Context: an optimization exercise on an open-source flow, tuned for small area and few clock cycles per item. The choices shown serve that exercise and are no tape-out recipe. The RTL was checked by simulation tests, not by an equivalence proof against the original design. Power and IR drop assume default switching activity.

==> flow/design.v <==
module je_core (
    input  wire        clk,
    input  wire        rst,         
    input  wire        in_valid,
    output wire        in_ready,
    input  wire [39:0] in_instr,    
    input  wire [9:0]  in_smp,      
    output reg         res_valid,
    output reg  [29:0] res_val,
    output wire [4:0]  res_flags    
);
    localparam OP_NOP  = 6'h00, OP_END  = 6'h01, OP_LDW  = 6'h02, OP_STW  = 6'h03,
               OP_LDI  = 6'h04, OP_MOV  = 6'h05, OP_ADD  = 6'h06, OP_SUB  = 6'h07,
               OP_ADDS = 6'h08, OP_SUBS = 6'h09, OP_AND  = 6'h0A, OP_OR   = 6'h0B,
               OP_XOR  = 6'h0C, OP_SHL  = 6'h0D, OP_SHR  = 6'h0E, OP_ASR  = 6'h0F,
               OP_CMP  = 6'h10, OP_MIN  = 6'h11, OP_MAX  = 6'h12, OP_SEL  = 6'h13,
               OP_MUL  = 6'h14, OP_MAC  = 6'h15, OP_ACLR = 6'h16, OP_ASHR = 6'h17,
               OP_AST  = 6'h18;
    localparam K_V = 4'h0, K_W = 4'h1, K_A = 4'h2, K_SMP = 4'h3;
    reg [159:0] v_q;      
    reg [119:0] a_q;      
    reg [639:0] w_q;      
    reg         fz_q, fn_q, fc_q, fv_q, fsat_q;
    reg         ph_q;     
    wire [9:0] s0 = in_instr[9:0];
    wire [9:0] s1 = in_instr[19:10];
    wire [9:0] s2 = in_instr[29:20];
    wire [9:0] s3 = in_instr[39:30];
    wire [5:0] op = rst ? OP_NOP : s0[9:4];
    wire       imm = s0[3];
    wire [2:0] m = s0[2:0];
    wire is_ldw  = (op == OP_LDW);
    wire is_stw  = (op == OP_STW);
    wire is_mac  = (op == OP_MAC);
    wire binop   = (op >= OP_ADD) && (op <= OP_MAC);    
    wire [9:0] qs  = is_stw ? s1 : s3;
    wire [3:0] k2  = s2[9:6];
    wire [3:0] kq  = qs[9:6];
    wire need2 = binop && !imm && (k2 == K_W) && (s3[9:6] == K_W);
    assign in_ready = !(need2 && !ph_q);
    wire go = in_valid && in_ready;
    wire [9:0]  v_p  = v_q[s2[3:0]*10 +: 10];
    wire [9:0]  v_qq = v_q[qs[3:0]*10 +: 10];
    wire [29:0] a_p  = a_q[s2[3:2]*30 +: 30];
    wire [29:0] a_qq = a_q[qs[3:2]*30 +: 30];
    wire [29:0] acc_d = a_q[s1[3:2]*30 +: 30];
    wire [29:0] acc_s = a_p;
    function [9:0] lane;
        input [29:0] a;
        input [1:0]  l;
        lane = (l == 2'd0) ? a[9:0] : (l == 2'd1) ? a[19:10] : a[29:20];
    endfunction
    function [12:0] radd12;           
        input [11:0] u, v;
        input        ci;
        reg c; integer k;
        begin
            c = ci;
            for (k = 0; k < 12; k = k + 1) begin
                radd12[k] = u[k] ^ v[k] ^ c;
                c = (u[k] & v[k]) | (c & (u[k] ^ v[k]));
            end
            radd12[12] = c;
        end
    endfunction
    function [30:0] radd30;           
        input [29:0] u, v;
        input        ci;
        reg c; integer k;
        begin
            c = ci;
            for (k = 0; k < 30; k = k + 1) begin
                radd30[k] = u[k] ^ v[k] ^ c;
                c = (u[k] & v[k]) | (c & (u[k] ^ v[k]));
            end
            radd30[30] = c;
        end
    endfunction
    function [29:0] rinc30;           
        input [29:0] u;
        input        ci;
        reg c; integer k;
        begin
            c = ci;
            for (k = 0; k < 30; k = k + 1) begin
                rinc30[k] = u[k] ^ c;
                c = u[k] & c;
            end
        end
    endfunction
    wire [5:0] idx   = (k2 == K_V) ? v_p[5:0] : 6'd0;
    function [5:0] cla6;
        input [5:0] u, v;
        reg [5:0] g, pr, c;
        reg       t;
        integer i, j, k;
        begin
            g = u & v; pr = u ^ v;
            for (i = 0; i < 6; i = i + 1) begin
                c[i] = 1'b0;
                for (j = 0; j < i; j = j + 1) begin
                    t = g[j];
                    for (k = j + 1; k < i; k = k + 1) t = t & pr[k];
                    c[i] = c[i] | t;
                end
            end
            cla6 = pr ^ c;
        end
    endfunction
    wire [5:0]  waddr   = cla6(idx, s3[5:0]);
    wire       q_w   = (kq == K_W) && !imm;
    wire [5:0] wra   = is_ldw ? waddr :
                       (q_w && !(need2 && !ph_q)) ? qs[5:0] : s2[5:0];
    wire [9:0] w_rd  = w_q[wra*10 +: 10];
    reg [9:0] opa, qv;
    always @(*) begin
        case (k2)
            K_V:     opa = v_p;
            K_W:     opa = ph_q ? res_val[9:0] : w_rd;    
            K_A:     opa = lane(a_p, s2[1:0]);
            K_SMP:   opa = in_smp;
            default: opa = 10'd0;
        endcase
        case (kq)
            K_V:     qv = v_qq;
            K_W:     qv = w_rd;
            K_A:     qv = lane(a_qq, qs[1:0]);
            K_SMP:   qv = in_smp;
            default: qv = 10'd0;
        endcase
    end
    wire [9:0] opb  = imm ? s3 : qv;
    wire [9:0] src1 = qv;
    reg cond_true;
    always @(*) begin
        case (s1[9:6])
            4'h0: cond_true = 1'b1;
            4'h1: cond_true = fz_q;
            4'h2: cond_true = !fz_q;
            4'h3: cond_true = fc_q;
            4'h4: cond_true = !fc_q;
            4'h5: cond_true = fn_q;
            4'h6: cond_true = !fn_q;
            4'h7: cond_true = fv_q;
            4'h8: cond_true = !fv_q;
            4'h9: cond_true = fc_q && !fz_q;
            4'hA: cond_true = !fc_q || fz_q;
            4'hB: cond_true = (fn_q == fv_q);
            4'hC: cond_true = (fn_q != fv_q);
            4'hD: cond_true = !fz_q && (fn_q == fv_q);
            4'hE: cond_true = fz_q || (fn_q != fv_q);
            default: cond_true = fsat_q;
        endcase
    end
    wire        u_mod = m[0];
    wire        satop = (op == OP_ADDS) || (op == OP_SUBS);
    wire        mmop  = (op == OP_MIN) || (op == OP_MAX);
    wire        sx    = (satop || mmop) && !u_mod;           
    wire        sub   = (op == OP_SUB) || (op == OP_CMP) || (op == OP_SUBS) || mmop;
    wire [11:0] ea    = {{2{sx & opa[9]}}, opa};
    wire [11:0] eb    = {{2{sx & opb[9]}}, opb} ^ {12{sub}};
    wire [12:0] t_c   = radd12(ea, eb, sub);
    wire [11:0] t     = t_c[11:0];
    wire [9:0]  r10   = t[9:0];
    wire        lt    = t[11];                                
    reg  [9:0]  sat_r;
    reg         sat_v;
    always @(*) begin
        if (u_mod) begin
            if (t[11])          begin sat_r = 10'd0;    sat_v = 1'b1; end
            else if (t[10])     begin sat_r = 10'h3FF;  sat_v = 1'b1; end
            else                begin sat_r = r10;      sat_v = 1'b0; end
        end else begin
            if (t[11] && !(t[10] && t[9]))      begin sat_r = 10'h200; sat_v = 1'b1; end
            else if (!t[11] && (t[10] || t[9])) begin sat_r = 10'h1FF; sat_v = 1'b1; end
            else                                begin sat_r = r10;     sat_v = 1'b0; end
        end
    end
    wire        is_shl = (op == OP_SHL);
    wire        is_asr = (op == OP_ASR);
    wire [9:0]  a_rev  = {opa[0], opa[1], opa[2], opa[3], opa[4], opa[5], opa[6], opa[7], opa[8], opa[9]};
    wire [9:0]  sh_in  = is_shl ? a_rev : opa;
    wire        sh_fill = is_asr & opa[9];
    wire [3:0]  sh_n   = (|opb[9:4]) ? 4'd15 : opb[3:0];
    wire [10:0] sh_y;                  
    wire [9:0]  sh_yr  = sh_y[10:1];
    wire [9:0]  sh_r   = is_shl ? {sh_yr[0], sh_yr[1], sh_yr[2], sh_yr[3], sh_yr[4], sh_yr[5], sh_yr[6], sh_yr[7], sh_yr[8], sh_yr[9]} : sh_yr;
    wire        sh_c   = sh_y[0];
    wire [1:0]  mode = m[1:0];
    wire        msa  = (mode != 2'b01) & opa[9];
    wire        msb  = (mode == 2'b00) & opb[9];
    wire [10:0] mx = {msa, opa};
    wire [10:0] my = {msb, opb};
    wire [30:0] mt_acc = is_mac ? {acc_d[29], acc_d} : 31'd0;
    wire [30:0] mt_ra, mt_rb;
    wire mt_pp0_0 = mx[0] & my[0];
    wire mt_pp0_1 = mx[0] & my[1];
    wire mt_pp0_2 = mx[0] & my[2];
    wire mt_pp0_3 = mx[0] & my[3];
    wire mt_pp0_4 = mx[0] & my[4];
    wire mt_pp0_5 = mx[0] & my[5];
    wire mt_pp0_6 = mx[0] & my[6];
    wire mt_pp0_7 = mx[0] & my[7];
    wire mt_pp0_8 = mx[0] & my[8];
    wire mt_pp0_9 = mx[0] & my[9];
    wire mt_pp0_10 = ~(mx[0] & my[10]);
    wire mt_pp1_0 = mx[1] & my[0];
    wire mt_pp1_1 = mx[1] & my[1];
    wire mt_pp1_2 = mx[1] & my[2];
    wire mt_pp1_3 = mx[1] & my[3];
    wire mt_pp1_4 = mx[1] & my[4];
    wire mt_pp1_5 = mx[1] & my[5];
    wire mt_pp1_6 = mx[1] & my[6];
    wire mt_pp1_7 = mx[1] & my[7];
    wire mt_pp1_8 = mx[1] & my[8];
    wire mt_pp1_9 = mx[1] & my[9];
    wire mt_pp1_10 = ~(mx[1] & my[10]);
    wire mt_pp2_0 = mx[2] & my[0];
    wire mt_pp2_1 = mx[2] & my[1];
    wire mt_pp2_2 = mx[2] & my[2];
    wire mt_pp2_3 = mx[2] & my[3];
    wire mt_pp2_4 = mx[2] & my[4];
    wire mt_pp2_5 = mx[2] & my[5];
    wire mt_pp2_6 = mx[2] & my[6];
    wire mt_pp2_7 = mx[2] & my[7];
    wire mt_pp2_8 = mx[2] & my[8];
    wire mt_pp2_9 = mx[2] & my[9];
    wire mt_pp2_10 = ~(mx[2] & my[10]);
    wire mt_pp3_0 = mx[3] & my[0];
    wire mt_pp3_1 = mx[3] & my[1];
    wire mt_pp3_2 = mx[3] & my[2];
    wire mt_pp3_3 = mx[3] & my[3];
    wire mt_pp3_4 = mx[3] & my[4];
    wire mt_pp3_5 = mx[3] & my[5];
    wire mt_pp3_6 = mx[3] & my[6];
    wire mt_pp3_7 = mx[3] & my[7];
    wire mt_pp3_8 = mx[3] & my[8];
    wire mt_pp3_9 = mx[3] & my[9];
    wire mt_pp3_10 = ~(mx[3] & my[10]);
    wire mt_pp4_0 = mx[4] & my[0];
    wire mt_pp4_1 = mx[4] & my[1];
    wire mt_pp4_2 = mx[4] & my[2];
    wire mt_pp4_3 = mx[4] & my[3];
    wire mt_pp4_4 = mx[4] & my[4];
    wire mt_pp4_5 = mx[4] & my[5];
    wire mt_pp4_6 = mx[4] & my[6];
    wire mt_pp4_7 = mx[4] & my[7];
    wire mt_pp4_8 = mx[4] & my[8];
    wire mt_pp4_9 = mx[4] & my[9];
    wire mt_pp4_10 = ~(mx[4] & my[10]);
    wire mt_pp5_0 = mx[5] & my[0];
    wire mt_pp5_1 = mx[5] & my[1];
    wire mt_pp5_2 = mx[5] & my[2];
    wire mt_pp5_3 = mx[5] & my[3];
    wire mt_pp5_4 = mx[5] & my[4];
    wire mt_pp5_5 = mx[5] & my[5];
    wire mt_pp5_6 = mx[5] & my[6];
    wire mt_pp5_7 = mx[5] & my[7];
    wire mt_pp5_8 = mx[5] & my[8];
    wire mt_pp5_9 = mx[5] & my[9];
    wire mt_pp5_10 = ~(mx[5] & my[10]);
    wire mt_pp6_0 = mx[6] & my[0];
    wire mt_pp6_1 = mx[6] & my[1];
    wire mt_pp6_2 = mx[6] & my[2];
    wire mt_pp6_3 = mx[6] & my[3];
    wire mt_pp6_4 = mx[6] & my[4];
    wire mt_pp6_5 = mx[6] & my[5];
    wire mt_pp6_6 = mx[6] & my[6];
    wire mt_pp6_7 = mx[6] & my[7];
    wire mt_pp6_8 = mx[6] & my[8];
    wire mt_pp6_9 = mx[6] & my[9];
    wire mt_pp6_10 = ~(mx[6] & my[10]);
    wire mt_pp7_0 = mx[7] & my[0];
    wire mt_pp7_1 = mx[7] & my[1];
    wire mt_pp7_2 = mx[7] & my[2];
    wire mt_pp7_3 = mx[7] & my[3];
    wire mt_pp7_4 = mx[7] & my[4];
    wire mt_pp7_5 = mx[7] & my[5];
    wire mt_pp7_6 = mx[7] & my[6];
    wire mt_pp7_7 = mx[7] & my[7];
    wire mt_pp7_8 = mx[7] & my[8];
    wire mt_pp7_9 = mx[7] & my[9];
    wire mt_pp7_10 = ~(mx[7] & my[10]);
    wire mt_pp8_0 = mx[8] & my[0];
    wire mt_pp8_1 = mx[8] & my[1];
    wire mt_pp8_2 = mx[8] & my[2];
    wire mt_pp8_3 = mx[8] & my[3];
    wire mt_pp8_4 = mx[8] & my[4];
    wire mt_pp8_5 = mx[8] & my[5];
    wire mt_pp8_6 = mx[8] & my[6];
    wire mt_pp8_7 = mx[8] & my[7];
    wire mt_pp8_8 = mx[8] & my[8];
    wire mt_pp8_9 = mx[8] & my[9];
    wire mt_pp8_10 = ~(mx[8] & my[10]);
    wire mt_pp9_0 = mx[9] & my[0];
    wire mt_pp9_1 = mx[9] & my[1];
    wire mt_pp9_2 = mx[9] & my[2];
    wire mt_pp9_3 = mx[9] & my[3];
    wire mt_pp9_4 = mx[9] & my[4];
    wire mt_pp9_5 = mx[9] & my[5];
    wire mt_pp9_6 = mx[9] & my[6];
    wire mt_pp9_7 = mx[9] & my[7];
    wire mt_pp9_8 = mx[9] & my[8];
    wire mt_pp9_9 = mx[9] & my[9];
    wire mt_pp9_10 = ~(mx[9] & my[10]);
    wire mt_pp10_0 = ~(mx[10] & my[0]);
    wire mt_pp10_1 = ~(mx[10] & my[1]);
    wire mt_pp10_2 = ~(mx[10] & my[2]);
    wire mt_pp10_3 = ~(mx[10] & my[3]);
    wire mt_pp10_4 = ~(mx[10] & my[4]);
    wire mt_pp10_5 = ~(mx[10] & my[5]);
    wire mt_pp10_6 = ~(mx[10] & my[6]);
    wire mt_pp10_7 = ~(mx[10] & my[7]);
    wire mt_pp10_8 = ~(mx[10] & my[8]);
    wire mt_pp10_9 = ~(mx[10] & my[9]);
    wire mt_pp10_10 = mx[10] & my[10];
    wire mt_s0 = mt_acc[8] ^ mt_pp8_0;
    wire mt_c0 = mt_acc[8] & mt_pp8_0;
    wire mt_s1 = mt_acc[9] ^ mt_pp9_0 ^ mt_pp8_1;
    wire mt_c1 = (mt_acc[9] & mt_pp9_0) | (mt_acc[9] & mt_pp8_1) | (mt_pp9_0 & mt_pp8_1);
    wire mt_s2 = mt_pp7_2 ^ mt_pp6_3;
    wire mt_c2 = mt_pp7_2 & mt_pp6_3;
    wire mt_s3 = mt_acc[10] ^ mt_pp10_0 ^ mt_pp9_1;
    wire mt_c3 = (mt_acc[10] & mt_pp10_0) | (mt_acc[10] & mt_pp9_1) | (mt_pp10_0 & mt_pp9_1);
    wire mt_s4 = mt_pp8_2 ^ mt_pp7_3 ^ mt_pp6_4;
    wire mt_c4 = (mt_pp8_2 & mt_pp7_3) | (mt_pp8_2 & mt_pp6_4) | (mt_pp7_3 & mt_pp6_4);
    wire mt_s5 = mt_pp5_5 ^ mt_pp4_6;
    wire mt_c5 = mt_pp5_5 & mt_pp4_6;
    wire mt_s6 = 1'b1 ^ mt_acc[11] ^ mt_pp10_1;
    wire mt_c6 = (1'b1 & mt_acc[11]) | (1'b1 & mt_pp10_1) | (mt_acc[11] & mt_pp10_1);
    wire mt_s7 = mt_pp9_2 ^ mt_pp8_3 ^ mt_pp7_4;
    wire mt_c7 = (mt_pp9_2 & mt_pp8_3) | (mt_pp9_2 & mt_pp7_4) | (mt_pp8_3 & mt_pp7_4);
    wire mt_s8 = mt_pp6_5 ^ mt_pp5_6 ^ mt_pp4_7;
    wire mt_c8 = (mt_pp6_5 & mt_pp5_6) | (mt_pp6_5 & mt_pp4_7) | (mt_pp5_6 & mt_pp4_7);
    wire mt_s9 = mt_acc[12] ^ mt_pp10_2 ^ mt_pp9_3;
    wire mt_c9 = (mt_acc[12] & mt_pp10_2) | (mt_acc[12] & mt_pp9_3) | (mt_pp10_2 & mt_pp9_3);
    wire mt_s10 = mt_pp8_4 ^ mt_pp7_5 ^ mt_pp6_6;
    wire mt_c10 = (mt_pp8_4 & mt_pp7_5) | (mt_pp8_4 & mt_pp6_6) | (mt_pp7_5 & mt_pp6_6);
    wire mt_s11 = mt_acc[13] ^ mt_pp10_3 ^ mt_pp9_4;
    wire mt_c11 = (mt_acc[13] & mt_pp10_3) | (mt_acc[13] & mt_pp9_4) | (mt_pp10_3 & mt_pp9_4);
    wire mt_s12 = mt_acc[5] ^ mt_pp5_0;
    wire mt_c12 = mt_acc[5] & mt_pp5_0;
    wire mt_s13 = mt_acc[6] ^ mt_pp6_0 ^ mt_pp5_1;
    wire mt_c13 = (mt_acc[6] & mt_pp6_0) | (mt_acc[6] & mt_pp5_1) | (mt_pp6_0 & mt_pp5_1);
    wire mt_s14 = mt_pp4_2 ^ mt_pp3_3;
    wire mt_c14 = mt_pp4_2 & mt_pp3_3;
    wire mt_s15 = mt_acc[7] ^ mt_pp7_0 ^ mt_pp6_1;
    wire mt_c15 = (mt_acc[7] & mt_pp7_0) | (mt_acc[7] & mt_pp6_1) | (mt_pp7_0 & mt_pp6_1);
    wire mt_s16 = mt_pp5_2 ^ mt_pp4_3 ^ mt_pp3_4;
    wire mt_c16 = (mt_pp5_2 & mt_pp4_3) | (mt_pp5_2 & mt_pp3_4) | (mt_pp4_3 & mt_pp3_4);
    wire mt_s17 = mt_pp2_5 ^ mt_pp1_6;
    wire mt_c17 = mt_pp2_5 & mt_pp1_6;
    wire mt_s18 = mt_pp7_1 ^ mt_pp6_2 ^ mt_pp5_3;
    wire mt_c18 = (mt_pp7_1 & mt_pp6_2) | (mt_pp7_1 & mt_pp5_3) | (mt_pp6_2 & mt_pp5_3);
    wire mt_s19 = mt_pp4_4 ^ mt_pp3_5 ^ mt_pp2_6;
    wire mt_c19 = (mt_pp4_4 & mt_pp3_5) | (mt_pp4_4 & mt_pp2_6) | (mt_pp3_5 & mt_pp2_6);
    wire mt_s20 = mt_pp1_7 ^ mt_pp0_8 ^ mt_s0;
    wire mt_c20 = (mt_pp1_7 & mt_pp0_8) | (mt_pp1_7 & mt_s0) | (mt_pp0_8 & mt_s0);
    wire mt_s21 = mt_pp5_4 ^ mt_pp4_5 ^ mt_pp3_6;
    wire mt_c21 = (mt_pp5_4 & mt_pp4_5) | (mt_pp5_4 & mt_pp3_6) | (mt_pp4_5 & mt_pp3_6);
    wire mt_s22 = mt_pp2_7 ^ mt_pp1_8 ^ mt_pp0_9;
    wire mt_c22 = (mt_pp2_7 & mt_pp1_8) | (mt_pp2_7 & mt_pp0_9) | (mt_pp1_8 & mt_pp0_9);
    wire mt_s23 = mt_s2 ^ mt_s1 ^ mt_c0;
    wire mt_c23 = (mt_s2 & mt_s1) | (mt_s2 & mt_c0) | (mt_s1 & mt_c0);
    wire mt_s24 = mt_pp3_7 ^ mt_pp2_8 ^ mt_pp1_9;
    wire mt_c24 = (mt_pp3_7 & mt_pp2_8) | (mt_pp3_7 & mt_pp1_9) | (mt_pp2_8 & mt_pp1_9);
    wire mt_s25 = mt_pp0_10 ^ mt_s5 ^ mt_s4;
    wire mt_c25 = (mt_pp0_10 & mt_s5) | (mt_pp0_10 & mt_s4) | (mt_s5 & mt_s4);
    wire mt_s26 = mt_s3 ^ mt_c2 ^ mt_c1;
    wire mt_c26 = (mt_s3 & mt_c2) | (mt_s3 & mt_c1) | (mt_c2 & mt_c1);
    wire mt_s27 = mt_pp3_8 ^ mt_pp2_9 ^ mt_pp1_10;
    wire mt_c27 = (mt_pp3_8 & mt_pp2_9) | (mt_pp3_8 & mt_pp1_10) | (mt_pp2_9 & mt_pp1_10);
    wire mt_s28 = mt_s8 ^ mt_s7 ^ mt_s6;
    wire mt_c28 = (mt_s8 & mt_s7) | (mt_s8 & mt_s6) | (mt_s7 & mt_s6);
    wire mt_s29 = mt_c5 ^ mt_c4 ^ mt_c3;
    wire mt_c29 = (mt_c5 & mt_c4) | (mt_c5 & mt_c3) | (mt_c4 & mt_c3);
    wire mt_s30 = mt_pp5_7 ^ mt_pp4_8 ^ mt_pp3_9;
    wire mt_c30 = (mt_pp5_7 & mt_pp4_8) | (mt_pp5_7 & mt_pp3_9) | (mt_pp4_8 & mt_pp3_9);
    wire mt_s31 = mt_pp2_10 ^ mt_s10 ^ mt_s9;
    wire mt_c31 = (mt_pp2_10 & mt_s10) | (mt_pp2_10 & mt_s9) | (mt_s10 & mt_s9);
    wire mt_s32 = mt_c8 ^ mt_c7 ^ mt_c6;
    wire mt_c32 = (mt_c8 & mt_c7) | (mt_c8 & mt_c6) | (mt_c7 & mt_c6);
    wire mt_s33 = mt_pp8_5 ^ mt_pp7_6 ^ mt_pp6_7;
    wire mt_c33 = (mt_pp8_5 & mt_pp7_6) | (mt_pp8_5 & mt_pp6_7) | (mt_pp7_6 & mt_pp6_7);
    wire mt_s34 = mt_pp5_8 ^ mt_pp4_9 ^ mt_pp3_10;
    wire mt_c34 = (mt_pp5_8 & mt_pp4_9) | (mt_pp5_8 & mt_pp3_10) | (mt_pp4_9 & mt_pp3_10);
    wire mt_s35 = mt_s11 ^ mt_c10 ^ mt_c9;
    wire mt_c35 = (mt_s11 & mt_c10) | (mt_s11 & mt_c9) | (mt_c10 & mt_c9);
    wire mt_s36 = mt_acc[14] ^ mt_pp10_4 ^ mt_pp9_5;
    wire mt_c36 = (mt_acc[14] & mt_pp10_4) | (mt_acc[14] & mt_pp9_5) | (mt_pp10_4 & mt_pp9_5);
    wire mt_s37 = mt_pp8_6 ^ mt_pp7_7 ^ mt_pp6_8;
    wire mt_c37 = (mt_pp8_6 & mt_pp7_7) | (mt_pp8_6 & mt_pp6_8) | (mt_pp7_7 & mt_pp6_8);
    wire mt_s38 = mt_pp5_9 ^ mt_pp4_10 ^ mt_c11;
    wire mt_c38 = (mt_pp5_9 & mt_pp4_10) | (mt_pp5_9 & mt_c11) | (mt_pp4_10 & mt_c11);
    wire mt_s39 = mt_acc[15] ^ mt_pp10_5 ^ mt_pp9_6;
    wire mt_c39 = (mt_acc[15] & mt_pp10_5) | (mt_acc[15] & mt_pp9_6) | (mt_pp10_5 & mt_pp9_6);
    wire mt_s40 = mt_pp8_7 ^ mt_pp7_8 ^ mt_pp6_9;
    wire mt_c40 = (mt_pp8_7 & mt_pp7_8) | (mt_pp8_7 & mt_pp6_9) | (mt_pp7_8 & mt_pp6_9);
    wire mt_s41 = mt_acc[16] ^ mt_pp10_6 ^ mt_pp9_7;
    wire mt_c41 = (mt_acc[16] & mt_pp10_6) | (mt_acc[16] & mt_pp9_7) | (mt_pp10_6 & mt_pp9_7);
    wire mt_s42 = mt_acc[3] ^ mt_pp3_0;
    wire mt_c42 = mt_acc[3] & mt_pp3_0;
    wire mt_s43 = mt_acc[4] ^ mt_pp4_0 ^ mt_pp3_1;
    wire mt_c43 = (mt_acc[4] & mt_pp4_0) | (mt_acc[4] & mt_pp3_1) | (mt_pp4_0 & mt_pp3_1);
    wire mt_s44 = mt_pp2_2 ^ mt_pp1_3;
    wire mt_c44 = mt_pp2_2 & mt_pp1_3;
    wire mt_s45 = mt_pp4_1 ^ mt_pp3_2 ^ mt_pp2_3;
    wire mt_c45 = (mt_pp4_1 & mt_pp3_2) | (mt_pp4_1 & mt_pp2_3) | (mt_pp3_2 & mt_pp2_3);
    wire mt_s46 = mt_pp1_4 ^ mt_pp0_5 ^ mt_s12;
    wire mt_c46 = (mt_pp1_4 & mt_pp0_5) | (mt_pp1_4 & mt_s12) | (mt_pp0_5 & mt_s12);
    wire mt_s47 = mt_pp2_4 ^ mt_pp1_5 ^ mt_pp0_6;
    wire mt_c47 = (mt_pp2_4 & mt_pp1_5) | (mt_pp2_4 & mt_pp0_6) | (mt_pp1_5 & mt_pp0_6);
    wire mt_s48 = mt_s14 ^ mt_s13 ^ mt_c12;
    wire mt_c48 = (mt_s14 & mt_s13) | (mt_s14 & mt_c12) | (mt_s13 & mt_c12);
    wire mt_s49 = mt_pp0_7 ^ mt_s17 ^ mt_s16;
    wire mt_c49 = (mt_pp0_7 & mt_s17) | (mt_pp0_7 & mt_s16) | (mt_s17 & mt_s16);
    wire mt_s50 = mt_s15 ^ mt_c14 ^ mt_c13;
    wire mt_c50 = (mt_s15 & mt_c14) | (mt_s15 & mt_c13) | (mt_c14 & mt_c13);
    wire mt_s51 = mt_s20 ^ mt_s19 ^ mt_s18;
    wire mt_c51 = (mt_s20 & mt_s19) | (mt_s20 & mt_s18) | (mt_s19 & mt_s18);
    wire mt_s52 = mt_c17 ^ mt_c16 ^ mt_c15;
    wire mt_c52 = (mt_c17 & mt_c16) | (mt_c17 & mt_c15) | (mt_c16 & mt_c15);
    wire mt_s53 = mt_s23 ^ mt_s22 ^ mt_s21;
    wire mt_c53 = (mt_s23 & mt_s22) | (mt_s23 & mt_s21) | (mt_s22 & mt_s21);
    wire mt_s54 = mt_c20 ^ mt_c19 ^ mt_c18;
    wire mt_c54 = (mt_c20 & mt_c19) | (mt_c20 & mt_c18) | (mt_c19 & mt_c18);
    wire mt_s55 = mt_s26 ^ mt_s25 ^ mt_s24;
    wire mt_c55 = (mt_s26 & mt_s25) | (mt_s26 & mt_s24) | (mt_s25 & mt_s24);
    wire mt_s56 = mt_c23 ^ mt_c22 ^ mt_c21;
    wire mt_c56 = (mt_c23 & mt_c22) | (mt_c23 & mt_c21) | (mt_c22 & mt_c21);
    wire mt_s57 = mt_s29 ^ mt_s28 ^ mt_s27;
    wire mt_c57 = (mt_s29 & mt_s28) | (mt_s29 & mt_s27) | (mt_s28 & mt_s27);
    wire mt_s58 = mt_c26 ^ mt_c25 ^ mt_c24;
    wire mt_c58 = (mt_c26 & mt_c25) | (mt_c26 & mt_c24) | (mt_c25 & mt_c24);
    wire mt_s59 = mt_s32 ^ mt_s31 ^ mt_s30;
    wire mt_c59 = (mt_s32 & mt_s31) | (mt_s32 & mt_s30) | (mt_s31 & mt_s30);
    wire mt_s60 = mt_c29 ^ mt_c28 ^ mt_c27;
    wire mt_c60 = (mt_c29 & mt_c28) | (mt_c29 & mt_c27) | (mt_c28 & mt_c27);
    wire mt_s61 = mt_s35 ^ mt_s34 ^ mt_s33;
    wire mt_c61 = (mt_s35 & mt_s34) | (mt_s35 & mt_s33) | (mt_s34 & mt_s33);
    wire mt_s62 = mt_c32 ^ mt_c31 ^ mt_c30;
    wire mt_c62 = (mt_c32 & mt_c31) | (mt_c32 & mt_c30) | (mt_c31 & mt_c30);
    wire mt_s63 = mt_s38 ^ mt_s37 ^ mt_s36;
    wire mt_c63 = (mt_s38 & mt_s37) | (mt_s38 & mt_s36) | (mt_s37 & mt_s36);
    wire mt_s64 = mt_c35 ^ mt_c34 ^ mt_c33;
    wire mt_c64 = (mt_c35 & mt_c34) | (mt_c35 & mt_c33) | (mt_c34 & mt_c33);
    wire mt_s65 = mt_pp5_10 ^ mt_s40 ^ mt_s39;
    wire mt_c65 = (mt_pp5_10 & mt_s40) | (mt_pp5_10 & mt_s39) | (mt_s40 & mt_s39);
    wire mt_s66 = mt_c38 ^ mt_c37 ^ mt_c36;
    wire mt_c66 = (mt_c38 & mt_c37) | (mt_c38 & mt_c36) | (mt_c37 & mt_c36);
    wire mt_s67 = mt_pp8_8 ^ mt_pp7_9 ^ mt_pp6_10;
    wire mt_c67 = (mt_pp8_8 & mt_pp7_9) | (mt_pp8_8 & mt_pp6_10) | (mt_pp7_9 & mt_pp6_10);
    wire mt_s68 = mt_s41 ^ mt_c40 ^ mt_c39;
    wire mt_c68 = (mt_s41 & mt_c40) | (mt_s41 & mt_c39) | (mt_c40 & mt_c39);
    wire mt_s69 = mt_acc[17] ^ mt_pp10_7 ^ mt_pp9_8;
    wire mt_c69 = (mt_acc[17] & mt_pp10_7) | (mt_acc[17] & mt_pp9_8) | (mt_pp10_7 & mt_pp9_8);
    wire mt_s70 = mt_pp8_9 ^ mt_pp7_10 ^ mt_c41;
    wire mt_c70 = (mt_pp8_9 & mt_pp7_10) | (mt_pp8_9 & mt_c41) | (mt_pp7_10 & mt_c41);
    wire mt_s71 = mt_acc[18] ^ mt_pp10_8 ^ mt_pp9_9;
    wire mt_c71 = (mt_acc[18] & mt_pp10_8) | (mt_acc[18] & mt_pp9_9) | (mt_pp10_8 & mt_pp9_9);
    wire mt_s72 = mt_acc[2] ^ mt_pp2_0;
    wire mt_c72 = mt_acc[2] & mt_pp2_0;
    wire mt_s73 = mt_pp2_1 ^ mt_pp1_2 ^ mt_pp0_3;
    wire mt_c73 = (mt_pp2_1 & mt_pp1_2) | (mt_pp2_1 & mt_pp0_3) | (mt_pp1_2 & mt_pp0_3);
    wire mt_s74 = mt_pp0_4 ^ mt_s44 ^ mt_s43;
    wire mt_c74 = (mt_pp0_4 & mt_s44) | (mt_pp0_4 & mt_s43) | (mt_s44 & mt_s43);
    wire mt_s75 = mt_s46 ^ mt_s45 ^ mt_c44;
    wire mt_c75 = (mt_s46 & mt_s45) | (mt_s46 & mt_c44) | (mt_s45 & mt_c44);
    wire mt_s76 = mt_s48 ^ mt_s47 ^ mt_c46;
    wire mt_c76 = (mt_s48 & mt_s47) | (mt_s48 & mt_c46) | (mt_s47 & mt_c46);
    wire mt_s77 = mt_s50 ^ mt_s49 ^ mt_c48;
    wire mt_c77 = (mt_s50 & mt_s49) | (mt_s50 & mt_c48) | (mt_s49 & mt_c48);
    wire mt_s78 = mt_s52 ^ mt_s51 ^ mt_c50;
    wire mt_c78 = (mt_s52 & mt_s51) | (mt_s52 & mt_c50) | (mt_s51 & mt_c50);
    wire mt_s79 = mt_s54 ^ mt_s53 ^ mt_c52;
    wire mt_c79 = (mt_s54 & mt_s53) | (mt_s54 & mt_c52) | (mt_s53 & mt_c52);
    wire mt_s80 = mt_s56 ^ mt_s55 ^ mt_c54;
    wire mt_c80 = (mt_s56 & mt_s55) | (mt_s56 & mt_c54) | (mt_s55 & mt_c54);
    wire mt_s81 = mt_s58 ^ mt_s57 ^ mt_c56;
    wire mt_c81 = (mt_s58 & mt_s57) | (mt_s58 & mt_c56) | (mt_s57 & mt_c56);
    wire mt_s82 = mt_s60 ^ mt_s59 ^ mt_c58;
    wire mt_c82 = (mt_s60 & mt_s59) | (mt_s60 & mt_c58) | (mt_s59 & mt_c58);
    wire mt_s83 = mt_s62 ^ mt_s61 ^ mt_c60;
    wire mt_c83 = (mt_s62 & mt_s61) | (mt_s62 & mt_c60) | (mt_s61 & mt_c60);
    wire mt_s84 = mt_s64 ^ mt_s63 ^ mt_c62;
    wire mt_c84 = (mt_s64 & mt_s63) | (mt_s64 & mt_c62) | (mt_s63 & mt_c62);
    wire mt_s85 = mt_s66 ^ mt_s65 ^ mt_c64;
    wire mt_c85 = (mt_s66 & mt_s65) | (mt_s66 & mt_c64) | (mt_s65 & mt_c64);
    wire mt_s86 = mt_s68 ^ mt_s67 ^ mt_c66;
    wire mt_c86 = (mt_s68 & mt_s67) | (mt_s68 & mt_c66) | (mt_s67 & mt_c66);
    wire mt_s87 = mt_s70 ^ mt_s69 ^ mt_c68;
    wire mt_c87 = (mt_s70 & mt_s69) | (mt_s70 & mt_c68) | (mt_s69 & mt_c68);
    wire mt_s88 = mt_pp8_10 ^ mt_s71 ^ mt_c70;
    wire mt_c88 = (mt_pp8_10 & mt_s71) | (mt_pp8_10 & mt_c70) | (mt_s71 & mt_c70);
    wire mt_s89 = mt_acc[19] ^ mt_pp10_9 ^ mt_pp9_10;
    wire mt_c89 = (mt_acc[19] & mt_pp10_9) | (mt_acc[19] & mt_pp9_10) | (mt_pp10_9 & mt_pp9_10);
    wire mt_s90 = mt_acc[1] ^ mt_pp1_0;
    wire mt_c90 = mt_acc[1] & mt_pp1_0;
    wire mt_s91 = mt_pp1_1 ^ mt_pp0_2 ^ mt_s72;
    wire mt_c91 = (mt_pp1_1 & mt_pp0_2) | (mt_pp1_1 & mt_s72) | (mt_pp0_2 & mt_s72);
    wire mt_s92 = mt_s42 ^ mt_s73 ^ mt_c72;
    wire mt_c92 = (mt_s42 & mt_s73) | (mt_s42 & mt_c72) | (mt_s73 & mt_c72);
    wire mt_s93 = mt_c42 ^ mt_s74 ^ mt_c73;
    wire mt_c93 = (mt_c42 & mt_s74) | (mt_c42 & mt_c73) | (mt_s74 & mt_c73);
    wire mt_s94 = mt_c43 ^ mt_s75 ^ mt_c74;
    wire mt_c94 = (mt_c43 & mt_s75) | (mt_c43 & mt_c74) | (mt_s75 & mt_c74);
    wire mt_s95 = mt_c45 ^ mt_s76 ^ mt_c75;
    wire mt_c95 = (mt_c45 & mt_s76) | (mt_c45 & mt_c75) | (mt_s76 & mt_c75);
    wire mt_s96 = mt_c47 ^ mt_s77 ^ mt_c76;
    wire mt_c96 = (mt_c47 & mt_s77) | (mt_c47 & mt_c76) | (mt_s77 & mt_c76);
    wire mt_s97 = mt_c49 ^ mt_s78 ^ mt_c77;
    wire mt_c97 = (mt_c49 & mt_s78) | (mt_c49 & mt_c77) | (mt_s78 & mt_c77);
    wire mt_s98 = mt_c51 ^ mt_s79 ^ mt_c78;
    wire mt_c98 = (mt_c51 & mt_s79) | (mt_c51 & mt_c78) | (mt_s79 & mt_c78);
    wire mt_s99 = mt_c53 ^ mt_s80 ^ mt_c79;
    wire mt_c99 = (mt_c53 & mt_s80) | (mt_c53 & mt_c79) | (mt_s80 & mt_c79);
    wire mt_s100 = mt_c55 ^ mt_s81 ^ mt_c80;
    wire mt_c100 = (mt_c55 & mt_s81) | (mt_c55 & mt_c80) | (mt_s81 & mt_c80);
    wire mt_s101 = mt_c57 ^ mt_s82 ^ mt_c81;
    wire mt_c101 = (mt_c57 & mt_s82) | (mt_c57 & mt_c81) | (mt_s82 & mt_c81);
    wire mt_s102 = mt_c59 ^ mt_s83 ^ mt_c82;
    wire mt_c102 = (mt_c59 & mt_s83) | (mt_c59 & mt_c82) | (mt_s83 & mt_c82);
    wire mt_s103 = mt_c61 ^ mt_s84 ^ mt_c83;
    wire mt_c103 = (mt_c61 & mt_s84) | (mt_c61 & mt_c83) | (mt_s84 & mt_c83);
    wire mt_s104 = mt_c63 ^ mt_s85 ^ mt_c84;
    wire mt_c104 = (mt_c63 & mt_s85) | (mt_c63 & mt_c84) | (mt_s85 & mt_c84);
    wire mt_s105 = mt_c65 ^ mt_s86 ^ mt_c85;
    wire mt_c105 = (mt_c65 & mt_s86) | (mt_c65 & mt_c85) | (mt_s86 & mt_c85);
    wire mt_s106 = mt_c67 ^ mt_s87 ^ mt_c86;
    wire mt_c106 = (mt_c67 & mt_s87) | (mt_c67 & mt_c86) | (mt_s87 & mt_c86);
    wire mt_s107 = mt_c69 ^ mt_s88 ^ mt_c87;
    wire mt_c107 = (mt_c69 & mt_s88) | (mt_c69 & mt_c87) | (mt_s88 & mt_c87);
    wire mt_s108 = mt_c71 ^ mt_s89 ^ mt_c88;
    wire mt_c108 = (mt_c71 & mt_s89) | (mt_c71 & mt_c88) | (mt_s89 & mt_c88);
    wire mt_s109 = mt_acc[20] ^ mt_pp10_10 ^ mt_c89;
    wire mt_c109 = (mt_acc[20] & mt_pp10_10) | (mt_acc[20] & mt_c89) | (mt_pp10_10 & mt_c89);
    wire mt_s110 = 1'b1 ^ mt_acc[21];
    wire mt_c110 = 1'b1 & mt_acc[21];
    wire mt_s111 = 1'b1 ^ mt_acc[22];
    wire mt_c111 = 1'b1 & mt_acc[22];
    wire mt_s112 = 1'b1 ^ mt_acc[23];
    wire mt_c112 = 1'b1 & mt_acc[23];
    wire mt_s113 = 1'b1 ^ mt_acc[24];
    wire mt_c113 = 1'b1 & mt_acc[24];
    wire mt_s114 = 1'b1 ^ mt_acc[25];
    wire mt_c114 = 1'b1 & mt_acc[25];
    wire mt_s115 = 1'b1 ^ mt_acc[26];
    wire mt_c115 = 1'b1 & mt_acc[26];
    wire mt_s116 = 1'b1 ^ mt_acc[27];
    wire mt_c116 = 1'b1 & mt_acc[27];
    wire mt_s117 = 1'b1 ^ mt_acc[28];
    wire mt_c117 = 1'b1 & mt_acc[28];
    wire mt_s118 = 1'b1 ^ mt_acc[29];
    wire mt_c118 = 1'b1 & mt_acc[29];
    wire mt_s119 = 1'b1 ^ mt_acc[30];
    wire mt_c119 = 1'b1 & mt_acc[30];
    assign mt_ra = {mt_c118, mt_c117, mt_c116, mt_c115, mt_c114, mt_c113, mt_c112, mt_c111, mt_c110, mt_c109, mt_c108, mt_c107, mt_c106, mt_c105, mt_c104, mt_c103, mt_c102, mt_c101, mt_c100, mt_c99, mt_c98, mt_c97, mt_c96, mt_c95, mt_c94, mt_c93, mt_c92, mt_c91, mt_c90, mt_s90, mt_pp0_0};
    assign mt_rb = {mt_s119, mt_s118, mt_s117, mt_s116, mt_s115, mt_s114, mt_s113, mt_s112, mt_s111, mt_s110, mt_s109, mt_s108, mt_s107, mt_s106, mt_s105, mt_s104, mt_s103, mt_s102, mt_s101, mt_s100, mt_s99, mt_s98, mt_s97, mt_s96, mt_s95, mt_s94, mt_s93, mt_s92, mt_s91, mt_pp0_1, mt_acc[0]};
    function [31:0] rblk;             
        input [30:0] u, v;
        input integer lo, hi;
        reg c; integer k;
        begin
            rblk = 32'd0; c = 1'b0;
            for (k = lo; k <= hi; k = k + 1) begin
                rblk[k] = u[k] ^ v[k] ^ c;
                c = (u[k] & v[k]) | (c & (u[k] ^ v[k]));
            end
            rblk[31] = c;
        end
    endfunction
    function [31:0] iblk;             
        input [31:0] x;
        input integer lo, hi;
        reg c; integer k;
        begin
            iblk = x; c = 1'b1;
            for (k = lo; k <= hi; k = k + 1) begin
                iblk[k] = x[k] ^ c;
                c = x[k] & c;
            end
            iblk[31] = x[31] | c;
        end
    endfunction
    wire [31:0] cs_b0  = rblk(mt_ra, mt_rb, 0, 7);
    wire [31:0] cs_b1  = rblk(mt_ra, mt_rb, 8, 15);
    wire [31:0] cs_b1i = iblk(cs_b1, 8, 15);
    wire [31:0] cs_b2  = rblk(mt_ra, mt_rb, 16, 23);
    wire [31:0] cs_b2i = iblk(cs_b2, 16, 23);
    wire [31:0] cs_b3  = rblk(mt_ra, mt_rb, 24, 30);
    wire [31:0] cs_b3i = iblk(cs_b3, 24, 30);
    wire        cs_c8  = cs_b0[31];
    wire        cs_c16 = cs_c8  ? cs_b1i[31] : cs_b1[31];
    wire        cs_c24 = cs_c16 ? cs_b2i[31] : cs_b2[31];
    wire [30:0] mac_c  = {cs_c24 ? cs_b3i[30:24] : cs_b3[30:24],
                          cs_c16 ? cs_b2i[23:16] : cs_b2[23:16],
                          cs_c8  ? cs_b1i[15:8]  : cs_b1[15:8],
                          cs_b0[7:0]};
    wire        mac_z  = ~|cs_b0[7:0] &
                         (cs_c8  ? ~|cs_b1i[15:8]  : ~|cs_b1[15:8]) &
                         (cs_c16 ? ~|cs_b2i[23:16] : ~|cs_b2[23:16]) &
                         (cs_c24 ? ~|cs_b3i[30:24] : ~|cs_b3[30:24]);
    wire [29:0] prod30 = mac_c[29:0];           
    wire        mac_hi = !mac_c[30] && mac_c[29];
    wire        mac_lo = mac_c[30] && !mac_c[29];
    wire [29:0] mac_t  = mac_c[29:0];
    wire [29:0] mac_r  = mac_hi ? 30'h1FFFFFFF : mac_lo ? 30'h20000000 : mac_t[29:0];
    wire [4:0]  ashr_k = ((|opb[9:5]) || (opb[4:0] > 5'd28)) ? 5'd29 : opb[4:0];
    wire        is_ashr = (op == OP_ASHR);
    wire [4:0]  sh_amt = is_ashr ? ashr_k : {1'b0, sh_n};
    wire [30:0] sh_src = is_ashr ? {acc_d, 1'b0} : {sh_in, 21'd0};
    wire        sh_f   = is_ashr ? acc_d[29] : sh_fill;
    wire [61:0] sh_e   = {{31{sh_f}}, sh_src};
    wire [30:0] ashr_s = sh_e[sh_amt +: 31];
    assign      sh_y   = ashr_s[30:20];
    wire [29:0] ashr_r = rinc30(ashr_s[30:1], m[0] & ashr_s[0]);
    reg  [9:0]  ast_r;
    reg         ast_v;
    always @(*) begin
        if (u_mod) begin
            if (acc_s[29])                         begin ast_r = 10'd0;      ast_v = 1'b1; end
            else if (acc_s[28:10] != 19'd0)        begin ast_r = 10'd1023;   ast_v = 1'b1; end
            else                                   begin ast_r = acc_s[9:0]; ast_v = 1'b0; end
        end else begin
            if (acc_s[29] && !(&acc_s[28:9]))      begin ast_r = 10'h200;    ast_v = 1'b1; end
            else if (!acc_s[29] && (|acc_s[28:9])) begin ast_r = 10'h1FF;    ast_v = 1'b1; end
            else                                   begin ast_r = acc_s[9:0]; ast_v = 1'b0; end
        end
    end
    wire [29:0] ldi_r = u_mod ? {10'd0, s2, s3} : {{10{s2[9]}}, s2, s3};
    reg        wr_v, wr_a, wr_w, end_visit;
    reg        sw_a, sw_b, sw_w, sw_add, sw_and, sw_xor, sw_sh, sw_ast;
    reg        sa_mm, sa_ldi, sa_ashr;
    reg        nz_w, nz_a;
    reg        c_wr, v_wr;
    reg        c_new, v_new;
    reg        sat_or;
    always @(*) begin
        wr_v = 1'b0; wr_a = 1'b0; wr_w = 1'b0; end_visit = 1'b0;
        sw_a = 1'b0; sw_b = 1'b0; sw_w = 1'b0; sw_add = 1'b0;
        sw_and = 1'b0; sw_xor = 1'b0; sw_sh = 1'b0; sw_ast = 1'b0;
        sa_mm = 1'b0; sa_ldi = 1'b0; sa_ashr = 1'b0;
        nz_w = 1'b0; nz_a = 1'b0;
        c_wr = 1'b0; v_wr = 1'b0; c_new = 1'b0; v_new = 1'b0;
        sat_or = 1'b0;
        case (op)
            OP_END:  end_visit = 1'b1;
            OP_LDW:  begin wr_v = 1'b1; sw_w = 1'b1; nz_w = 1'b1; end
            OP_STW:  begin wr_w = 1'b1; sw_b = 1'b1; end         
            OP_LDI:  begin wr_a = 1'b1; sa_ldi = 1'b1; end
            OP_MOV:  begin wr_v = 1'b1; sw_b = 1'b1; nz_w = 1'b1; end
            OP_ADD:  begin
                wr_v = 1'b1; sw_add = 1'b1; nz_w = 1'b1;
                c_wr = 1'b1; c_new = t[10];
                v_wr = 1'b1; v_new = (opa[9] == opb[9]) && (r10[9] != opa[9]);
            end
            OP_SUB, OP_CMP: begin
                wr_v = (op == OP_SUB); sw_add = 1'b1; nz_w = 1'b1;
                c_wr = 1'b1; c_new = !lt;
                v_wr = 1'b1; v_new = (opa[9] != opb[9]) && (r10[9] != opa[9]);
            end
            OP_ADDS, OP_SUBS: begin
                wr_v = 1'b1; sw_add = 1'b1; nz_w = 1'b1;
                c_wr = 1'b1; v_wr = 1'b1; v_new = sat_v; sat_or = 1'b1;
            end
            OP_AND:  begin wr_v = 1'b1; sw_and = 1'b1; nz_w = 1'b1; c_wr = 1'b1; v_wr = 1'b1; end
            OP_OR:   begin wr_v = 1'b1; sw_and = 1'b1; sw_xor = 1'b1; nz_w = 1'b1; c_wr = 1'b1; v_wr = 1'b1; end
            OP_XOR:  begin wr_v = 1'b1; sw_xor = 1'b1; nz_w = 1'b1; c_wr = 1'b1; v_wr = 1'b1; end
            OP_SHL, OP_SHR, OP_ASR: begin
                wr_v = 1'b1; sw_sh = 1'b1; nz_w = 1'b1; c_wr = 1'b1; c_new = sh_c; v_wr = 1'b1;
            end
            OP_MIN:  begin wr_v = 1'b1; sw_a = lt; sw_b = !lt; nz_w = 1'b1; c_wr = 1'b1; v_wr = 1'b1; end
            OP_MAX:  begin wr_v = 1'b1; sw_a = !lt; sw_b = lt; nz_w = 1'b1; c_wr = 1'b1; v_wr = 1'b1; end
            OP_SEL:  begin wr_v = 1'b1; sw_a = cond_true; sw_b = !cond_true; end
            OP_MUL:  begin wr_a = 1'b1; sa_mm = 1'b1; nz_a = 1'b1; end
            OP_MAC:  begin
                wr_a = 1'b1; sa_mm = 1'b1; nz_a = 1'b1;
                v_wr = 1'b1; v_new = mac_hi || mac_lo; sat_or = 1'b1;
            end
            OP_ACLR: begin wr_a = 1'b1; end
            OP_ASHR: begin wr_a = 1'b1; sa_ashr = 1'b1; nz_a = 1'b1; end
            OP_AST:  begin
                wr_v = 1'b1; sw_ast = 1'b1; nz_w = 1'b1;
                v_wr = 1'b1; v_new = ast_v; sat_or = 1'b1;
            end
            default: ;
        endcase
    end
    wire [9:0]  add_w  = satop ? sat_r : r10;
    wire [9:0]  word_r = ({10{sw_a}}   & opa) |
                         ({10{sw_b}}   & opb) |
                         ({10{sw_w}}   & w_rd) |
                         ({10{sw_add}} & add_w) |
                         ({10{sw_and}} & (opa & opb)) |
                         ({10{sw_xor}} & (opa ^ opb)) |
                         ({10{sw_sh}}  & sh_r) |
                         ({10{sw_ast}} & ast_r);
    wire [29:0] acc_o  = ({30{sa_ldi}}  & ldi_r) |
                         ({30{sa_ashr}} & ashr_r);
    wire [29:0] acc_r  = ({30{sa_mm}}   & mac_r) |
                         ({30{sa_ldi}}  & ldi_r) |
                         ({30{sa_ashr}} & ashr_r);
    wire [29:0] any_r  = {acc_o[29:10], acc_o[9:0] | word_r};
    wire fz_n   = end_visit ? 1'b0 : (nz_w || nz_a) ? ((any_r == 30'd0) && (!sa_mm || mac_z)) : fz_q;
    wire fn_n   = end_visit ? 1'b0 : nz_w ? word_r[9] : nz_a ? acc_r[29] : fn_q;
    wire fc_n   = end_visit ? 1'b0 : c_wr ? c_new : fc_q;
    wire fv_n   = end_visit ? 1'b0 : v_wr ? v_new : fv_q;
    wire fsat_n = end_visit ? 1'b0 : fsat_q | (sat_or & v_new);
    wire        clr_va = rst || (go && end_visit);
    wire [9:0]  vdat   = word_r;       
    wire [29:0] adat   = acc_r;
    wire [9:0]  wdat   = word_r;
    genvar gi;
    generate
        for (gi = 0; gi < 16; gi = gi + 1) begin : g_v
            always @(posedge clk)
                if (clr_va || (go && wr_v && s1[3:0] == gi))
                    v_q[gi*10 +: 10] <= vdat;
        end
        for (gi = 0; gi < 4; gi = gi + 1) begin : g_a
            always @(posedge clk)
                if (clr_va || (go && wr_a && s1[3:2] == gi))
                    a_q[gi*30 +: 30] <= adat;
        end
        for (gi = 0; gi < 64; gi = gi + 1) begin : g_w
            always @(posedge clk)
                if (rst || (go && wr_w && waddr == gi))
                    w_q[gi*10 +: 10] <= wdat;
        end
    endgenerate
    always @(posedge clk) begin
        if (rst) begin
            fz_q   <= 1'b0;
            fn_q   <= 1'b0;
            fc_q   <= 1'b0;
            fv_q   <= 1'b0;
            fsat_q <= 1'b0;
        end else if (go) begin
            fz_q   <= fz_n;
            fn_q   <= fn_n;
            fc_q   <= fc_n;
            fv_q   <= fv_n;
            fsat_q <= fsat_n;
        end
    end
    assign res_flags = {fsat_q, fv_q, fc_q, fn_q, fz_q};
    always @(posedge clk) begin
        if (rst) ph_q <= 1'b0;
        else     ph_q <= in_valid && need2 && !ph_q;
    end
    always @(posedge clk) begin
        res_valid <= !rst && go;
        res_val   <= {acc_r[29:10], (need2 && !ph_q) ? w_rd : (acc_r[9:0] | (word_r & {10{op != OP_CMP}}))};
    end
endmodule
==> flow/run.sh <==
#!/bin/bash
# synth_recipe.tcl (not shown) runs the flow's synth.tcl, then flattens the netlist and writes it again
# the make line also repeats each setting of config.mk as NAME=value (left out here)
make -C /OpenROAD-flow-scripts/flow DESIGN_CONFIG=/design/flow/config.mk WORK_HOME=/design/flow/orfs CLKGATE_MAP_FILE= SYNTH_SCRIPT=/design/flow/synth_recipe.tcl finish
==> flow/config.mk <==
export PLATFORM = sky130hd
export DESIGN_NAME = je_core
export DESIGN_NICKNAME = je_core
export VERILOG_FILES = /design/flow/design.v
export SDC_FILE = /design/flow/constraint.sdc
export NUM_CORES = 4
export LEC_CHECK = 0
export ABC_AREA = 1
export CAP_MARGIN = 20
export CORE_MARGIN = 2
export CORE_UTILIZATION = 70
export CTS_BUF_LIST = sky130_fd_sc_hd__clkbuf_16
export CTS_CLUSTER_DIAMETER = 120
export CTS_CLUSTER_SIZE = 28
export SLEW_MARGIN = 20
==> flow/constraint.sdc <==
create_clock -name core_clock -period 20.0 [get_ports {clk}]
set_input_delay 4.0000 -clock core_clock [delete_from_list [all_inputs] [get_ports {clk}]]
set_output_delay 4.0000 -clock core_clock [all_outputs]
set_load 0.01 [all_outputs]
==> results of run 1 <==
-- sequential cells by signal (all words and copies together) (netlist names) --
register	flops
fn_q	1
res_val	30
v_q	160
a_q	120
ph_q	1
fsat_q	1
fc_q	1
res_valid	1
w_q	640
fz_q	1
fv_q	1
-- per-stage QoR --
stage                     total power, W  setup slack [ps]  hold slack [ps]
after floorplan                  0.00341              3930              457
after global placement           0.00385               441              481
after detailed placement         0.00389               203              487
after CTS                        0.00486               772              504
after global routing             0.00510               345              512
final                            0.00494               566              507
-- cells in the mapped netlist (15+ instances only) --
| cell type | n |
|---|---|
| a221oi_1 | 68 |
| fa_1 | 136 |
| buf_1 | 25 |
| a21oi_1 | 152 |
| o22ai_1 | 51 |
| nand3_1 | 860 |
| nor4_1 | 18 |
| nor3_1 | 33 |
| ha_1 | 87 |
| dfxtp_1 | 37 |
| buf_4 | 40 |
| o31ai_1 | 18 |
| a211oi_1 | 19 |
| clkbuf_1 | 161 |
| inv_1 | 423 |
| edfxtp_1 | 920 |
| nand2_1 | 1315 |
| o211ai_1 | 79 |
| nor2_1 | 301 |
| nand2_2 | 15 |
| o221ai_1 | 50 |
| o21ai_0 | 379 |
| a31oi_1 | 31 |
| o21ai_1 | 16 |
| buf_2 | 95 |
| clkinv_1 | 19 |
| inv_2 | 23 |
-- layout make-up --
type | count | area (um^2)
sequential | 957 | 28400
multi-input combinational | 3743 | 21000
fill | 4970 | 18200
timing repair buffer | 286 | 2550
inverter | 466 | 1750
tap | 969 | 1210
clock buffer | 43 | 1080
clock inverter | 25 | 165
antenna | 1 | 2.50
-- worst paths after layout --
check	start	endpoint	slack, ps	cells past startpoint
max	in_instr[22]	res_val[5]	570	52
min	fz_q	fz_q	510	2
max reg2reg	v_q[40]	res_val[5]	4580	50
min reg2reg	fz_q	fz_q	510	2
-- cells by family (layout without fill, tap and decap cells) --
group / count (synthesis) / after routing / synth area share, %
AND/OR/NAND/NOR: 2581 / 2581 / 21.1
XOR/XNOR: 14 / 14 / 0.234
adder cells (fa/ha/maj): 223 / 223 / 7.27
AO/OA/AOI/OAI: 923 / 923 / 10.9
flip-flops: 957 / 957 / 54.1
other: 0 / 1 / 0
multiplexers: 2 / 2 / 0.0382
buffers and inverters: 798 / 820 / 6.39
-- placed cells by master, fill, tap and decap left out, types with 51 or more instances in the layout --
cell type,instances
clkdlybuf4s50_1,85
fa_1,136
nand2_1,1311
o211ai_1,79
a221oi_1,68
nor2_1,298
o21ai_0,375
ha_1,87
a21oi_1,152
edfxtp_1,920
nand3_1,853
o22ai_1,51
buf_4,182
inv_1,440
-- worst max-delay path: cells and delay by family --
kind | cells | cell delay, ps
AOI/OAI and AO/OA | 11 | 3560
and+or+nand+nor | 12 | 2420
xor gates and xnor gates | 1 | 520
buffers and inverters | 13 | 2970
adders and majority gates | 15 | 6340
-- routing by layer --
layer / GRT usage, % / vias to the layer above
met3: 14.0 / 691
met5: 0 / -
met4: 19.5 / 8
li1: - / 19200
met2: 67.6 / 4128
met1: 62.2 / 21200
-- where the power goes --
| part | total [W] | internal (W) | switching (W) |
|---|---|---|---|
| Clock | 0.00101 | 0.000403 | 0.000610 |
| Combinational | 0.00133 | 0.000389 | 0.000937 |
| Sequential | 0.00260 | 0.00251 | 0.0000887 |
| Total | 0.00494 | 0.00330 | 0.00164 |
==> run summary, run 1 <==
worst clock skew 63.1 ps; post-route cell area 56100 um^2; Setup Buffers After CTS 0; final core occ approximately 76%; CTS max path bufs 3; share of cells above drive strength 1 6.32%; CTS HTree Levels 2; Seq/Total Area, Yosys 54.1%; Port Buffer Count between 80 and 90; Routability Congestion 1.06; top post-synthesis cells by area edfxtp_1, nand2_1, nand3_1, fa_1, o21ai_0; status no timing/DRC/antenna violations; Slew HR 20.7%; Root Driver clkbuf_16; crit end category flop; Antenna Nets Post-Route 0; Clock Latency Late Sink between 600 and 700 ps; Die Footprint 77100 um^2; fmax just over 50 MHz; most numerous cell on the critical path fa_1; total placed cells including tap cells about 6400; Yosys cell types 63; largest net degree at the start of global routing 83; Avg Inst Size Synth 9.53 um^2; IO Pins 90; Area Growth Syn to Fin 7.09%; synthesized area 52400 um^2; max incr delay on CP 770 ps; cts hold-fix bufs 0; Peak VDD IR 169 uV; row count 100; # resized after CTS 0; ys flop type edfxtp_1; first drt pass iteration count 12; CP max stage cell o21ai_0; synth warn 1; WL/cell approximately 27 um; clock slew at reported path FFs between 100 and 150 ps; WL met1 61100 um; setup TNS 0 ps; DR vias 45200; final setup fails 0; Total GRT Usage between 40% and 50%; Layout Nets 5771; Synth Register Bits 957; wire length on met2 76200 um; Die W 278 um; initial antenna violation count 6; vias in the first global route 42300; met3 wire len 29700 um; cell taking the most area after synthesis edfxtp_1; effective utilization at floorplan 70.5%; Worst Path Required 20590 ps; Residual DRC 0; Num CTS Buffers 41; Die Span Y about 280 um; EDFF count, synth 920; non-filler cells, final between 6000 and 7000; uppermost routed layer met5; HP Class reg2reg; Post-Place Cell Area between 50000 and 60000 um^2; Async SR Flop Fraction 0%; period utilisation layout 97.2%; Synth Instances about 5500; overall routed net length 177000 um; Mapped Nets 5774; startpoint types input port; DR iter-0 viols 8893; CTS tree yes; grt ovf 0; Fin. Hold Viols 0; worst slew pin tran 1180 ps; min Tclk post-route 19430 ps; # Max-Cap Violations 0; drt via density 6.97; CP arrival 20030 ps; total clock sinks between 900 and 1000; static leakage 22.2 nW; critical path type in2reg; Power Dens Cells 88.0 nW/um^2; top cell type's share of synthesized area 52.7%; core area 74300 um^2; RSZ-0062 raised after global routing no; crit-path max FO 80; max-slew violation count 0; first-pass GRT wire length 260000 um; Post-DP HPWL 122000 um
Testbench counts, summed over its fixed seeds: cycles 24,284, items 24,000.
==> run 2: changes to the inputs <==
--- a/flow/config.mk
+++ b/flow/config.mk
@@ -8,7 +8,7 @@
 export ABC_AREA = 1
 export CAP_MARGIN = 20
 export CORE_MARGIN = 2
-export CORE_UTILIZATION = 70
+export CORE_UTILIZATION = 65
 export CTS_BUF_LIST = sky130_fd_sc_hd__clkbuf_16
 export CTS_CLUSTER_DIAMETER = 120
 export CTS_CLUSTER_SIZE = 28
==> run 2 against run 1 <==
  * Still clean
  * Combinational power about the same
  * Final cell count up 1.5%
  * Area after synthesis unchanged
  * Clock-buffer cell count unchanged
  * Core utilization down 5.3 points
  * Highest routed layer unchanged
==> run summary, run 2 <==
status no timing/DRC/antenna violations; overall routed net length 175000 um (-1.1%); row count 104 (+4.0%); fmax 51.3 MHz (-0.38%); HP Class reg2reg; Synth Instances 5498 (unchanged); max FFs per register 640 (unchanged); Power Dens Cells 87.6 nW/um^2 (-0.51%); Top reg by flops w_q; critical path type in2reg; IO Pins 90 (unchanged); # Max-Cap Violations 0 (unchanged); grt ovf 0 (unchanged); Top Registers w_q x640, v_q x160, a_q x120; Residual DRC 0 (unchanged); DR iter-0 viols 7478 (-16%); Async SR Flop Fraction 0% (unchanged); top cell type's share of synthesized area 52.7% (unchanged); EDFF count, synth 920 (unchanged); DR vias 44200 (-2.3%); Fin. Hold Viols 0 (unchanged); Yosys cell types 63 (unchanged); most frequent cells in the layout nand2_1, edfxtp_1, nand3_1; CP arrival 19930 ps (-100 ps); Mapped Nets 5774 (unchanged); static leakage 22.2 nW (about the same); RSZ-0062 raised after global routing no; Peak VDD IR 110 uV (-35%); clock slew at reported path FFs 110 ps (about the same); Seq/Total Area, Yosys 54.1% (unchanged); Die Span Y 288 um (+3.7%); max incr delay on CP 630 ps (-140 ps); cts hold-fix bufs 0 (unchanged); vias in the first global route 40200 (-4.8%); total clock sinks 957 (unchanged); WL/cell 26.6 um (-2.5%); r2r worst-path depth 52 (+4.0%); total placed cells including tap cells 6517 (+1.5%); Synth Register Bits 957 (unchanged); most numerous cell on the critical path fa_1; max-slew violation count 0 (unchanged); CP Launch Point in_instr[21]; most common cell in the netlist nand2_1; period utilisation layout 97.5% (+0.37 points); commonest non-fill, non-tap cell in the layout nand2_1; Top Family by Delay on Critical Path adder cells; CTS HTree Levels 2 (unchanged); Levels on crit path 55 (+5.8%); Routability Congestion 1.10 (+3.1%); startpoint types input port; CTS max path bufs 3 (unchanged); Worst Path Required 20420 ps (-170 ps); min Tclk post-route 19510 ps (+73.7 ps); pre-CTS setup slack 208 ps (+5.44 ps); core area 80200 um^2 (+7.9%); worst slew pin tran 1200 ps (+18.0 ps); Avg Inst Size Synth 9.53 um^2 (unchanged); ys flop type edfxtp_1; Root Driver clkbuf_16; final core occ 70.2% (-5.3 points); cell taking the most area after synthesis edfxtp_1; largest net degree at the start of global routing 108 (+30%); CTS tree yes; final setup fails 0 (unchanged); Layout Nets 5777 (+0.10%); CP max stage cell o21ai_0; Post-DP HPWL 119000 um (-1.7%); initial antenna violation count 2 (-4); Critical path destination a_q[70]; crit end category flop; first-pass GRT wire length 254000 um (-2.3%); Area Growth Syn to Fin 7.39%; Slew HR 19.3% (-1.4 points); Total GRT Usage 41.8% (-3.5 points); share of cells above drive strength 1 6.51% (+0.19 points); crit-path max FO 34 (-57%); worst clock skew 62.3 ps (-0.860 ps); Num CTS Buffers 41 (unchanged); setup TNS 0 ps (unchanged); synth warn 1 (unchanged); first drt pass iteration count 8 (-4); synthesized area 52400 um^2 (unchanged); drt via density 6.71 (-3.7%); Setup WS post-layout 492 ps (-73.7 ps); Die Footprint 82900 um^2 (+7.6%); effective utilization at floorplan 65.4% (-5.1 points); Clock Latency Late Sink 650 ps (about the same); non-filler cells, final 6587 (+1.5%); R2R setup slack 4720 ps (+140 ps); Worst Path Buf+Inv 16 (+3); Antenna Nets Post-Route 0 (unchanged); Die W 288 um (+3.7%); top cells by count, synth nand2_1, edfxtp_1, nand3_1; top post-synthesis cells by area edfxtp_1, nand2_1, nand3_1, fa_1, o21ai_0; Port Buffer Count 88 (unchanged); worst r2r dst a_q[70]; Hold WS 486 ps (-21.6 ps); r2r startpoint v_q[40]
## run 2: cell counts after synthesis
No cell type changed its count.
## run 2: worst min-delay path, stage by stage, from the launching register on
cell and delay [ps]:
dfxtp_1 330, nand2_1 60, a21oi_1 50
## run 2: per-layer routing
layer	wire length (um)	GRT usage [%]	up-vias
met3	26300	11.6	545
met5	14	0	-
met2	75000	61.3	3391
met4	9770	17.8	2
li1	-	-	19200
met1	64300	59.0	21000
## run 2: layout make-up
class,count,area [um^2]
tap,1060,1330
sequential,957,28400
fill,6119,23900
clock inverter,25,173
timing repair buffer,292,2550
antenna,1,2.50
inverter,466,1760
clock buffer,43,1080
multi-input combinational,3743,21000
## run 2: worst min-delay path by stage
stage / start / to / slack, ps / cells after the start
floorplan: fz_q / fz_q / 460 / 2
CTS: fz_q / fz_q / 490 / 2
finish: fz_q / fz_q / 490 / 2
detailed placement: fz_q / fz_q / 470 / 2
global placement: fz_q / fz_q / 470 / 2
global route: fz_q / fz_q / 530 / 2
## run 2: repair_timing
item,CTS,global route
endpoints found under the setup margin,0,51
setup buffers,0,0
resized for setup,0,3
endpoints found under the hold margin,0,0
## run 2: cell families (layout without fill, tap and decap cells)
| kind of cell | after synthesis | after routing | share of synthesized area, % |
|---|---|---|---|
| simple gates | 2581 | 2581 | 21.1 |
| compound gates | 923 | 923 | 10.9 |
| mux | 2 | 2 | 0.0382 |
| other cells | 0 | 1 | 0 |
| flops | 957 | 957 | 54.1 |
| fa+ha+maj | 223 | 223 | 7.27 |
| buf+inv | 798 | 826 | 6.39 |
| xor+xnor | 14 | 14 | 0.234 |
## run 2: where the power goes
part           switching, W  total, W  internal [W]
registers         0.0000785   0.00259       0.00251
clock network      0.000611   0.00101      0.000402
logic              0.000945   0.00133      0.000382
total               0.00164   0.00493       0.00329
## run 2: stage by stage
stage / total power [W] / area, um^2
5_1_grt: 0.00510 / 56300
2_1_floorplan: 0.00341 / 52400
3_5_place_dp: 0.00390 / 54900
3_3_place_gp: 0.00387 / 54900
4_1_cts: 0.00488 / 56200
6_report: 0.00493 / 56300

==> static timing again, ports no longer ideal <==
The results above use ideal ports. As a check the final layouts listed here were re-extracted and re-timed, cells and wires unchanged. Step 1, drivers: a clkbuf_16 drives clk and a buf_2 each remaining input, both assumed. Step 2, shift: input delay + t, output delay - t, t = (earliest + latest rising clock arrival at the registers) / 2. This alone moves slack from input paths to output paths. a / b / c = ideal / step 1 / step 2; a / b = the first two.
run | t, ns | slack for setup (ns) | hold slack, ns | worst register clock-pin slew, ns
run 1 | 0.696 | 0.566 / 0.609 / -0.087 | 0.507 / 0.507 / 0.507 | 0.11 / 0.11
run 2 | 0.688 | 0.492 / 0.538 / -0.149 | 0.486 / 0.486 / 0.486 | 0.12 / 0.12
With both steps, setup timing fails in run 1 and run 2, where it was met with ideal ports. For run 1, which loses most, drivers alone change the setup slack by +0.043 ns; drivers and shift together by -0.653 ns.
